This design comes from an exercise in tuning for small area, a short achievable clock period and few clock cycles per item on the open sky130 flow, not from production work.
RTL that was checked went through simulation tests only; none was proved equivalent to the original.
Power and IR drop assume default switching activity.

== 08-08 ==
Design fpdivsqrt, start of the top module:
module fpdivsqrt (
    input  wire        clk,
    input  wire        rst,      
    input  wire        start,    
    input  wire        op,       
    input  wire [31:0] a,
    input  wire [31:0] b,
    output wire        ready,
    output reg         done,
    output reg  [31:0] result,
    output reg  [4:0]  flags
);
For scale: about 150 flip-flops, about 110 I/O pins, ~13000 um2 of cells after synthesis.
Settings: LEC_CHECK=0, ABC_CLOCK_PERIOD_IN_PS=2500, CAP_MARGIN=20, CORE_MARGIN=2, CORE_UTILIZATION=40, SETUP_SLACK_MARGIN=2.0, SLEW_MARGIN=20; clock period 5.0 ns.
run.sh (not shown) runs the stock make flow with config.mk's settings and CLKGATE_MAP_FILE= SYNTH_SCRIPT=/design/flow/synth_recipe.tcl, a recipe that flattens the netlist after the stock synthesis.
08-08 reached the end of the flow, and the finished layout is clean on the timing, DRC and antenna checks.
diff inputs: 08-08 => 10-02
Settings: removing SETUP_SLACK_MARGIN (formerly 2.0).
Notes after the runs:
From 10-02 to 08-08, number of antenna violations at the first check in global routing did not move at all.
[compare] base=08-08 new=10-02: transition at the pin with the smallest max-transition slack now smaller; met3 global-route usage now smaller; wire length of the first global-routing pass now smaller; post-route cell area now smaller.
10-02 vs 08-08 — global-route usage dropped 1.4 points.
Diff 08-08 -> 10-02 | total power | down by more than 10%
In 10-02, final-layout clock buffer total is lower than in 08-08.
Taking 08-08 as the reference point, the setup slack of 10-02 falls by 520 ps.
Relative to 08-08, the via count measured on 10-02 has decreased by a few percent.
Function was not checked in any run of this note: the RTL went through the layout flow alone.


Another version of the RTL of fpdivsqrt (not shown whole).
For scale: ~2100 cells after synthesis, about 14000 um^2 of cells after synthesis.
==> flow/config.mk <==
export PLATFORM = sky130hd
export DESIGN_NAME = fpdivsqrt
export DESIGN_NICKNAME = fpdivsqrt
export VERILOG_FILES = /design/flow/design.v
export SDC_FILE = /design/flow/constraint.sdc
export NUM_CORES = 4
export LEC_CHECK = 0
export ABC_AREA = 1
export CAP_MARGIN = 20
export CORE_MARGIN = 2
export CORE_UTILIZATION = 40
export SETUP_SLACK_MARGIN = 1.8
export SLEW_MARGIN = 20
==> flow/constraint.sdc <==
create_clock -name core_clock -period 5.0 [get_ports {clk}]
set_input_delay 1.0000 -clock core_clock [delete_from_list [all_inputs] [get_ports {clk}]]
set_output_delay 1.0000 -clock core_clock [all_outputs]
set_load 0.01 [all_outputs]
standard.sh (not shown) runs the stock make flow with config.mk's settings and CLKGATE_MAP_FILE= SYNTH_SCRIPT=/design/flow/synth_recipe.tcl, a recipe that flattens the netlist after the stock synthesis.
==> flow/flow/run.sh <==
#!/bin/bash
# The standard layout (the standard.sh) with these changes:
#  - port buffers are the smallest buffer, sky130_fd_sc_hd__buf_1, which the
#    resizer may still upsize where timing or slew needs it;
#  - clock tree synthesis builds the tree from small clock buffers and
#    inserts no dummy loads.
# make's full output goes to run_make.log in this folder; ORFS's own per-step
# logs are under orfs/logs/.
set -euo pipefail
bash standard.sh \
  "BUFFER_PORTS_ARGS=-buffer_cell sky130_fd_sc_hd__buf_1" \
  "CTS_ARGS=-sink_clustering_enable -repair_clock_nets -dont_use_dummy_load -buf_list {sky130_fd_sc_hd__clkbuf_2 sky130_fd_sc_hd__clkbuf_4 sky130_fd_sc_hd__clkbuf_8}" \
  finish > run_make.log 2>&1
The starting point produced a clean layout.
Testbench counts at the start, summed over its fixed seeds: cycles 162,076, ops 12,000.
Change:
- CORE_UTILIZATION: 40 -> 60
- SETUP_SLACK_MARGIN: 1.8 -> 1.5
Effect: Hold slack gains 17 ps; final cell count went down by 7.1%; via count hardly moves; worst setup slack loses 210 ps; non-clock buffer count went down by 23; combinational power went down by 8.7%; die area went down by 33%; design area went down by 4.4%.
Change:
==> flow/run.sh (new file) <==
#!/bin/bash
# synth_recipe.tcl (not shown) runs the flow's synth.tcl, then flattens the netlist and writes it again
# the make line also repeats each setting of config.mk as NAME=value (left out here)
make -C /OpenROAD-flow-scripts/flow DESIGN_CONFIG=/design/flow/config.mk WORK_HOME=/design/flow/orfs CLKGATE_MAP_FILE= SYNTH_SCRIPT=/design/flow/synth_recipe.tcl finish
- CORE_UTILIZATION: 60 -> 40
removed: flow/flow/run.sh
removed: flow/standard.sh
Outcome: The new run completed without violations. Clock-buffer cell count does not change. Die area climbs by 49%. Sequential power stays flat. Critical path depth went down by 2. Flip-flop and latch count stays the same. Fmax is higher by 3.8%. Cell count goes up by 7.2%. Worst setup slack gets better by 130 ps.
Change:
- ABC_AREA: 1 -> default
- ABC_CLOCK_PERIOD_IN_PS: default -> 2500
- CORE_UTILIZATION: 40 -> 60
- SETUP_SLACK_MARGIN: 1.5 -> 2.5
What happened:
- routed wire length increases by a few percent
- total power rises by roughly a tenth
- maximum frequency came out lower by roughly a tenth
- cell area rose by a few percent
- first-iteration DRC count increases by about a fifth
- synthesized area is lower by roughly a tenth
- utilization grows by 37 points
- die area fell by well over a third
- clock skew barely changes
- critical path depth came out lower by 4
- sequential power is higher by a few percent


fpdivsqrt again, from the RTL that the note above started with.
clock: 5.0 ns
lec_check: 0
abc_area: 1
cap_margin: 20
core_margin: 2
core_utilization: 40
place_density: 0.8
setup_slack_margin: 1.5
slew_margin: 20
==> flow/flow/run.sh <==
#!/bin/bash
# The standard layout (the standard.sh) with these changes:
#  - port buffers are the smallest buffer, sky130_fd_sc_hd__buf_1, which the
#    resizer may still upsize where timing or slew needs it;
#  - clock tree synthesis builds the tree from small clock buffers and
#    inserts no dummy loads.
# make's full output goes to run_make.log in this folder; ORFS's own per-step
# logs are under orfs/logs/.
set -euo pipefail
bash standard.sh \
  "BUFFER_PORTS_ARGS=-buffer_cell sky130_fd_sc_hd__buf_1" \
  "CTS_ARGS=-sink_clustering_enable -repair_clock_nets -dont_use_dummy_load -buf_list {sky130_fd_sc_hd__clkbuf_2 sky130_fd_sc_hd__clkbuf_4 sky130_fd_sc_hd__clkbuf_8}" \
  finish > run_make.log 2>&1
Testbench counts at the start, summed over its fixed seeds: cycles 162,076, ops 12,000.
Next try:
==> flow/flow/run.sh (replaced) <==
#!/bin/bash
# The standard layout (the standard.sh) with two changes:
#  - port buffers are the smallest buffer, sky130_fd_sc_hd__buf_1, which the
#    resizer may still upsize where timing or slew needs it;
#  - clock tree synthesis inserts no dummy loads.
# make's full output goes to run_make.log in this folder; ORFS's own per-step
# logs are under orfs/logs/.
set -euo pipefail
bash standard.sh \
  "BUFFER_PORTS_ARGS=-buffer_cell sky130_fd_sc_hd__buf_1" \
  "CTS_ARGS=-sink_clustering_enable -repair_clock_nets -dont_use_dummy_load" \
  finish > run_make.log 2>&1
Settings changed: ABC_AREA 1 to unset, ABC_CLOCK_PERIOD_IN_PS set to 2500, PLACE_DENSITY 0.8 to unset.
Result: Power went down by 3.8%; register-to-register slack is worse by 0.35 ns; non-clock buffer count went up by 15.
Next try:
==> flow/run.sh (new file) <==
#!/bin/bash
# synth_recipe.tcl (not shown) runs the flow's synth.tcl, then flattens the netlist and writes it again
# the make line also repeats each setting of config.mk as NAME=value (left out here)
make -C /OpenROAD-flow-scripts/flow DESIGN_CONFIG=/design/flow/config.mk WORK_HOME=/design/flow/orfs CLKGATE_MAP_FILE= SYNTH_SCRIPT=/design/flow/synth_recipe.tcl finish
Settings changed: CORE_UTILIZATION 40 to 60.
removed: flow/flow/run.sh
removed: flow/standard.sh
- The changed run finished with timing, DRC and antenna clean
- clock skew barely changes
- area after synthesis stays the same
- non-clock buffer count grows by 21
- cell area grows by roughly a tenth
- sequential share of layout area shrinks by 2.2 points
- via count grows by a little under a tenth
- wire length grows by a few percent
- power grows by about a fifth
- count of clock-buffer cells in the layout does not change
- worst hold slack gains 0.0055 ns
- die area shrinks by a quarter to a third
Next try:
==> flow/flow/run.sh (new file) <==
#!/bin/bash
# The standard layout (the standard.sh) with these changes:
#  - port buffers are the smallest buffer, sky130_fd_sc_hd__buf_1, which the
#    resizer may still upsize where timing or slew needs it;
#  - clock tree synthesis builds the tree from small clock buffers and
#    inserts no dummy loads.
# make's full output goes to run_make.log in this folder; ORFS's own per-step
# logs are under orfs/logs/.
set -euo pipefail
bash standard.sh \
  "BUFFER_PORTS_ARGS=-buffer_cell sky130_fd_sc_hd__buf_1" \
  "CTS_ARGS=-sink_clustering_enable -repair_clock_nets -dont_use_dummy_load -buf_list {sky130_fd_sc_hd__clkbuf_2 sky130_fd_sc_hd__clkbuf_4 sky130_fd_sc_hd__clkbuf_8}" \
  finish > run_make.log 2>&1
==> flow/standard.sh (new file) <==
#!/bin/bash
# synth_recipe.tcl (not shown) runs the flow's synth.tcl, then flattens the netlist and writes it again
# the make line also repeats each setting of config.mk as NAME=value (left out here)
make -C /OpenROAD-flow-scripts/flow DESIGN_CONFIG=/design/flow/config.mk WORK_HOME=/design/flow/orfs CLKGATE_MAP_FILE= SYNTH_SCRIPT=/design/flow/synth_recipe.tcl "${@:-finish}"
Settings changed: ABC_AREA set to 1, ABC_CLOCK_PERIOD_IN_PS 2500 to unset, CORE_UTILIZATION 60 to 40.
removed: flow/run.sh
What happened: Wire length came out higher by a few percent. Count of clock-buffer cells in the layout does not change. Via count is higher by about a fifth. Area after synthesis rose by roughly a tenth. Die area is higher by well over a third. First-iteration DRC count rose by a little under a tenth.


run A:
Another version of the RTL of fpdivsqrt (not shown whole).
Size: about 2100 cells after synthesis, roughly 110 I/O pins, about 14000 um2 of cells after synthesis.
// fpdivsqrt
module fpdivsqrt (
    input  wire        clk,
    input  wire        rst,      
    input  wire        start,    
    input  wire        op,       
    input  wire [31:0] a,
    input  wire [31:0] b,
    output wire        ready,
    output reg         done,
    output reg  [31:0] result,
    output reg  [4:0]  flags
);
==> flow/config.mk <==
export PLATFORM = sky130hd
export DESIGN_NAME = fpdivsqrt
export DESIGN_NICKNAME = fpdivsqrt
export VERILOG_FILES = /design/flow/design.v
export SDC_FILE = /design/flow/constraint.sdc
export NUM_CORES = 4
export LEC_CHECK = 0
export ABC_AREA = 1
export CAP_MARGIN = 20
export CORE_MARGIN = 2
export CORE_UTILIZATION = 40
export SETUP_SLACK_MARGIN = 2.1
export SLEW_MARGIN = 20
==> flow/constraint.sdc <==
create_clock -name core_clock -period 5.0 [get_ports {clk}]
set_input_delay 1.0000 -clock core_clock [delete_from_list [all_inputs] [get_ports {clk}]]
set_output_delay 1.0000 -clock core_clock [all_outputs]
set_load 0.01 [all_outputs]
==> flow/flow/run.sh <==
#!/bin/bash
# The standard layout (the standard.sh) with these changes:
#  - port buffers are the smallest buffer, sky130_fd_sc_hd__buf_1, which the
#    resizer may still upsize where timing or slew needs it;
#  - clock tree synthesis builds the tree from small clock buffers and
#    inserts no dummy loads.
# make's full output goes to run_make.log in this folder; ORFS's own per-step
# logs are under orfs/logs/.
set -euo pipefail
bash standard.sh \
  "BUFFER_PORTS_ARGS=-buffer_cell sky130_fd_sc_hd__buf_1" \
  "CTS_ARGS=-sink_clustering_enable -repair_clock_nets -dont_use_dummy_load -buf_list {sky130_fd_sc_hd__clkbuf_2 sky130_fd_sc_hd__clkbuf_4 sky130_fd_sc_hd__clkbuf_8}" \
  finish > run_make.log 2>&1
Run A finished every stage and its layout cleared the timing, DRC and antenna checks.
Testbench counts of run A, summed over its fixed seeds: cycles 162,076, ops 12,000.
The following lists how run B was set up differently from run A:
Settings: a change of SETUP_SLACK_MARGIN from 2.1 to 1.9.
### Flow results
Worst path setup slack after routing for run B: 76 ps up relative to run A. Going from run A to run B, total routing resource utilization after global routing lost 2.1 points; relative area of clock buffers and inverters in the final design neither gained nor lost much; post-layout total power lost 14%. From run A to run B the numbers moved as follows: cell area reported after detailed placement went down by 0.32%, multi-input combinational cell area saw a decrease. Routed wire length, run B and run A: larger value in run A. Changes observed in run B relative to run A: final instance count without filler cells has decreased; power per cell area has decreased.
Changes in run C relative to run B:
Settings: changing SETUP_SLACK_MARGIN from 1.9 to 1.7.
[summary]
- Run C went all the way through synthesis, placement and routing and the layout is clean on timing, DRC and antenna.
- Re final weighted congestion in routability-driven placement: run C and run B aren't equal, and the lower value belongs to run B.
- Routed wire length grows slightly when moving from run B to run C.
- Compared run C vs run B, and final cell count is down in run C.
- Per the comparison of run C with run B, count of buffering cells on the critical path with inverters included rose by 2, worst hold slack across all endpoints stayed essentially flat.
- In the metrics for run C and run B, the one carrying the higher number of resized instances in the post-cts repair step is run B.
- The met2 track demand over resource in global routing of run C falls short of that of run B by 0.59 points.
- Going from run B to run C, the wire length on met3 was found to have gone up by 16%.
- Floorplan row count: run C vs run B identical
- The estimated power of run C ends up lower than the estimate for run B.


RTL: one of the versions met above, not the one the previous note started from.
Size: roughly 2,100 cells after synthesis, about 160 flip-flops, about 110 I/O pins.
export LEC_CHECK = 0
export ABC_AREA = 1
export CAP_MARGIN = 20
export CORE_MARGIN = 2
export CORE_UTILIZATION = 40
export SETUP_SLACK_MARGIN = 1.7
export SLEW_MARGIN = 20
create_clock -name core_clock -period 5.0 [get_ports {clk}]
Scripts as last shown in full above: flow/flow/run.sh
Testbench counts at the start, summed over its fixed seeds: cycles 162,076, ops 12,000.
==> next run, changes <==
==> flow/run.sh (new file) <==
#!/bin/bash
# synth_recipe.tcl (not shown) runs the flow's synth.tcl, then flattens the netlist and writes it again
# the make line also repeats each setting of config.mk as NAME=value (left out here)
make -C /OpenROAD-flow-scripts/flow DESIGN_CONFIG=/design/flow/config.mk WORK_HOME=/design/flow/orfs CLKGATE_MAP_FILE= SYNTH_SCRIPT=/design/flow/synth_recipe.tcl finish
--- a/flow/config.mk
+++ b/flow/config.mk
@@ -8 +8 @@
-export ABC_AREA = 1
+export ABC_CLOCK_PERIOD_IN_PS = 2500
@@ -12 +12 @@
-export SETUP_SLACK_MARGIN = 1.7
+export SETUP_SLACK_MARGIN = 1.5
removed: flow/flow/run.sh
removed: flow/standard.sh
Effect: Total power went up by a few percent. Final area went down slightly. Area after synthesis went down by roughly a tenth. Global-route usage went down by 0.61 points. Wire length went down by roughly a tenth.
==> next run, changes <==
==> flow/flow/run.sh (new file) <==
#!/bin/bash
# The standard layout (the standard.sh) with these changes:
#  - port buffers are the smallest buffer, sky130_fd_sc_hd__buf_1, which the
#    resizer may still upsize where timing or slew needs it;
#  - clock tree synthesis builds the tree from small clock buffers and
#    inserts no dummy loads.
# make's full output goes to run_make.log in this folder; ORFS's own per-step
# logs are under orfs/logs/.
set -euo pipefail
bash standard.sh \
  "BUFFER_PORTS_ARGS=-buffer_cell sky130_fd_sc_hd__buf_1" \
  "CTS_ARGS=-sink_clustering_enable -repair_clock_nets -dont_use_dummy_load -buf_list {sky130_fd_sc_hd__clkbuf_2 sky130_fd_sc_hd__clkbuf_4 sky130_fd_sc_hd__clkbuf_8}" \
  finish > run_make.log 2>&1
==> flow/standard.sh (new file) <==
#!/bin/bash
# synth_recipe.tcl (not shown) runs the flow's synth.tcl, then flattens the netlist and writes it again
# the make line also repeats each setting of config.mk as NAME=value (left out here)
make -C /OpenROAD-flow-scripts/flow DESIGN_CONFIG=/design/flow/config.mk WORK_HOME=/design/flow/orfs CLKGATE_MAP_FILE= SYNTH_SCRIPT=/design/flow/synth_recipe.tcl "${@:-finish}"
--- a/flow/config.mk
+++ b/flow/config.mk
@@ -8 +8 @@
-export ABC_CLOCK_PERIOD_IN_PS = 2500
+export ABC_AREA = 1
@@ -12 +12 @@
-export SETUP_SLACK_MARGIN = 1.5
+export SETUP_SLACK_MARGIN = 2.0
removed: flow/run.sh
Utilization came out lower by 2.3 points.
Setup slack improved by 0.57 ns.
Non-clock buffer count rises by 33.
Fmax rises by 18%.
Clock power drops by 47%.
Cell area is higher by 7.6%.
Global-route usage rose by 2.3 points.
Combinational power went up by 38%.


job 8221:
fpdivsqrt, a different RTL version from the one above (not shown whole).
For scale: ~110 I/O pins, ~14,000 µm² of cells after synthesis.
Settings: LEC_CHECK=0, ABC_AREA=1, CAP_MARGIN=20, CORE_MARGIN=2, CORE_UTILIZATION=40, SETUP_SLACK_MARGIN=2.0, SLEW_MARGIN=20; clock period 5.0 ns.
==> flow/flow/run.sh <==
#!/bin/bash
# The standard layout (the standard.sh) with these changes:
#  - port buffers are the smallest buffer, sky130_fd_sc_hd__buf_1, which the
#    resizer may still upsize where timing or slew needs it;
#  - clock tree synthesis builds the tree from small clock buffers and
#    inserts no dummy loads.
# make's full output goes to run_make.log in this folder; ORFS's own per-step
# logs are under orfs/logs/.
set -euo pipefail
bash standard.sh \
  "BUFFER_PORTS_ARGS=-buffer_cell sky130_fd_sc_hd__buf_1" \
  "CTS_ARGS=-sink_clustering_enable -repair_clock_nets -dont_use_dummy_load -buf_list {sky130_fd_sc_hd__clkbuf_2 sky130_fd_sc_hd__clkbuf_4 sky130_fd_sc_hd__clkbuf_8}" \
  finish > run_make.log 2>&1
Testbench counts of job 8221, summed over its fixed seeds: cycles 162,076, ops 12,000.
## Diff of input files: job 6089 against job 8221
Settings: CORE_UTILIZATION changed from 40 to 50.
==> summary.txt <==
Every run (job 6089 and job 8221) finished clean.
Relative to job 8221, job 6089 degrades final setup skew.
Per the comparison of job 6089 with job 8221, post-synthesis to final-layout area growth higher; design area higher; total sequential power roughly the same; maximum frequency from static timing analysis lower; sequential cell area higher.
The total power in job 6089 is 1.08 times that in job 8221.
Re stage delay of the slowest cell on the critical path: job 6089 and job 8221 aren't equal, and the lower value belongs to job 6089.
In the tables for job 6089 and job 8221, non-clock buffer instance count of the final layout reads higher with job 6089.
Modified inputs, job 1798 compared to job 6089
Settings: swapping 2.0 for 1.9 in SETUP_SLACK_MARGIN; swapping 50 for 40 in CORE_UTILIZATION.
==> summary.txt <==
- Job 1798 finished all stages; the layout is clean.
- ~same fmax in job 6089 and job 1798
- Any difference in register-to-register path setup slack between job 1798 and job 6089 is small enough to ignore.
- Compared with job 6089, job 1798 is the less power-hungry design.
- The biggest fanout along the worst timing path of job 1798 is lower than that of job 6089.
- Taking job 6089 as 1.0, job 1798 lands at 0.937 on non-clock buffer count in the final layout.
- From job 6089 to job 1798 the numbers moved as follows: setup slack rose by 0.0079 ns, met3 track demand over resource fell 1.0 points, floorplan die area moved up.
- Job 6089 → job 1798: number of antenna violations at the first check in global routing grew by 1; global-route wire length before repair held steady.
What job 7322 does differently from job 1798 at the input level:
Settings: SETUP_SLACK_MARGIN changed from 1.9 to 1.7.
--- outcome ---
- For the worst supply voltage drop on vdd, job 7322 came in 0.00011 V higher than job 1798 did.
- Routed wire in job 7322 totals less than in job 1798.
- Core utilization: job 7322 lower than job 1798
- Job 7322 ended with less critical path's largest stage delay than job 1798.
- Job 7322 vs job 1798: setup slack of the critical path after layout down
- Detail-routed net length per standard cell came out lower on job 7322 than on job 1798.
- When job 7322 is measured against job 1798, its placed instance area turns out 0.36% lower.
- Job 7322: switching part of the total 0.42 points below job 1798
- Job 1798 has a higher met1 track utilization from global routing than job 7322.
- STATUS first-pass GRT wire length: job 7322 wins against job 1798
- In the metrics for job 7322 and job 1798, the one carrying the higher routing usage on met2 is job 1798.
diff inputs: job 7322 => job 7317
Settings: SETUP_SLACK_MARGIN now 2.2, was 1.7.
[summary]
Between job 7322 and job 7317, the final-layout clock-cell area share figures differ only marginally. Compared with job 7322, in job 7317 final estimated routing congestion in global placement fell 1.5%, maximum frequency rose about 5.4%. Job 7317 vs job 7322: utilization of the core after routing up in job 7317.

==> port drivers added, routing unchanged <==
No port has a modelled driver above. Below, the same layouts with a new extraction and two added sets of constraints. Step 1 (the two cells are an assumption about what drives the block):
set clk [get_ports {clk}]
set_driving_cell -lib_cell sky130_fd_sc_hd__clkbuf_16 $clk
set_driving_cell -lib_cell sky130_fd_sc_hd__buf_2 [delete_from_list [all_inputs] $clk]
Step 2 times the ports against the registers' clock, not the clock port: input delays grow and output delays shrink by t, the midpoint of the rising clock arrivals with the driver on. Slacks: ideal / step 1 / step 2; pairs: ideal / step 1.
| run | shift t [ns] | setup slack, ns | hold WS [ns] | worst register clock-pin slew, ns | pins driven straight from the clock port |
|---|---|---|---|---|---|
| 08-08 | 0.482 | 1.043 / 1.043 / 1.043 | 0.453 / 0.453 / 0.453 | 0.07 / 0.07 | 1 |
| 10-02 | 0.479 | 0.527 / 0.527 / 0.527 | 0.436 / 0.436 / 0.436 | 0.07 / 0.07 | 1 |
| the first run of note 2 | 0.496 | 1.797 / 1.797 / 1.587 | 0.413 / 0.413 / 0.413 | 0.11 / 0.11 | 1 |
| the second run of note 2 | 0.487 | 1.587 / 1.587 / 1.499 | 0.430 / 0.430 / 0.430 | 0.11 / 0.11 | 1 |
| the third run of note 2 | 0.489 | 1.713 / 1.713 / 1.257 | 0.414 / 0.414 / 0.414 | 0.08 / 0.08 | 1 |
| the fourth run of note 2 | 0.485 | 1.301 / 1.301 / 1.301 | 0.470 / 0.470 / 0.470 | 0.08 / 0.08 | 1 |
| the first run of note 3 | 0.512 | 1.672 / 1.672 / 1.580 | 0.421 / 0.421 / 0.421 | 0.11 / 0.11 | 1 |
| the second run of note 3 | 0.475 | 1.324 / 1.324 / 1.296 | 0.440 / 0.440 / 0.440 | 0.07 / 0.07 | 1 |
| the third run of note 3 | 0.480 | 1.245 / 1.245 / 1.233 | 0.446 / 0.446 / 0.446 | 0.08 / 0.08 | 1 |
| the fourth run of note 3 | 0.509 | 1.710 / 1.710 / 1.586 | 0.411 / 0.411 / 0.411 | 0.10 / 0.10 | 1 |
| run A | 0.504 | 1.864 / 1.864 / 1.504 | 0.413 / 0.413 / 0.413 | 0.11 / 0.11 | 1 |
| run B | 0.509 | 1.940 / 1.940 / 1.520 | 0.413 / 0.413 / 0.413 | 0.10 / 0.10 | 1 |
| run C | 0.514 | 1.825 / 1.825 / 1.428 | 0.415 / 0.415 / 0.415 | 0.09 / 0.09 | 1 |
| the first run of note 5 | 0.522 | 1.797 / 1.750 / 1.616 | 0.410 / 0.410 / 0.410 | 0.11 / 0.11 | 1 |
| the second run of note 5 | 0.482 | 1.337 / 1.337 / 1.263 | 0.451 / 0.451 / 0.451 | 0.08 / 0.08 | 1 |
| the third run of note 5 | 0.505 | 1.906 / 1.906 / 1.677 | 0.409 / 0.409 / 0.409 | 0.11 / 0.11 | 1 |
| job 8221 | 0.505 | 1.971 / 1.971 / 1.603 | 0.412 / 0.412 / 0.412 | 0.10 / 0.10 | 1 |
| job 6089 | 0.482 | 1.937 / 1.937 / 1.686 | 0.412 / 0.412 / 0.412 | 0.11 / 0.11 | 1 |
| job 1798 | 0.501 | 1.945 / 1.945 / 1.495 | 0.443 / 0.443 / 0.443 | 0.09 / 0.09 | 1 |
| job 7322 | 0.500 | 1.858 / 1.858 / 1.392 | 0.424 / 0.424 / 0.424 | 0.09 / 0.09 | 1 |
| job 7317 | 0.514 | 2.019 / 2.019 / 1.757 | 0.433 / 0.433 / 0.433 | 0.10 / 0.10 | 1 |
After both steps every run listed still meets setup and hold. For job 7322, which loses most, drivers alone change the setup slack by 0.000 ns; drivers and shift together by -0.466 ns.
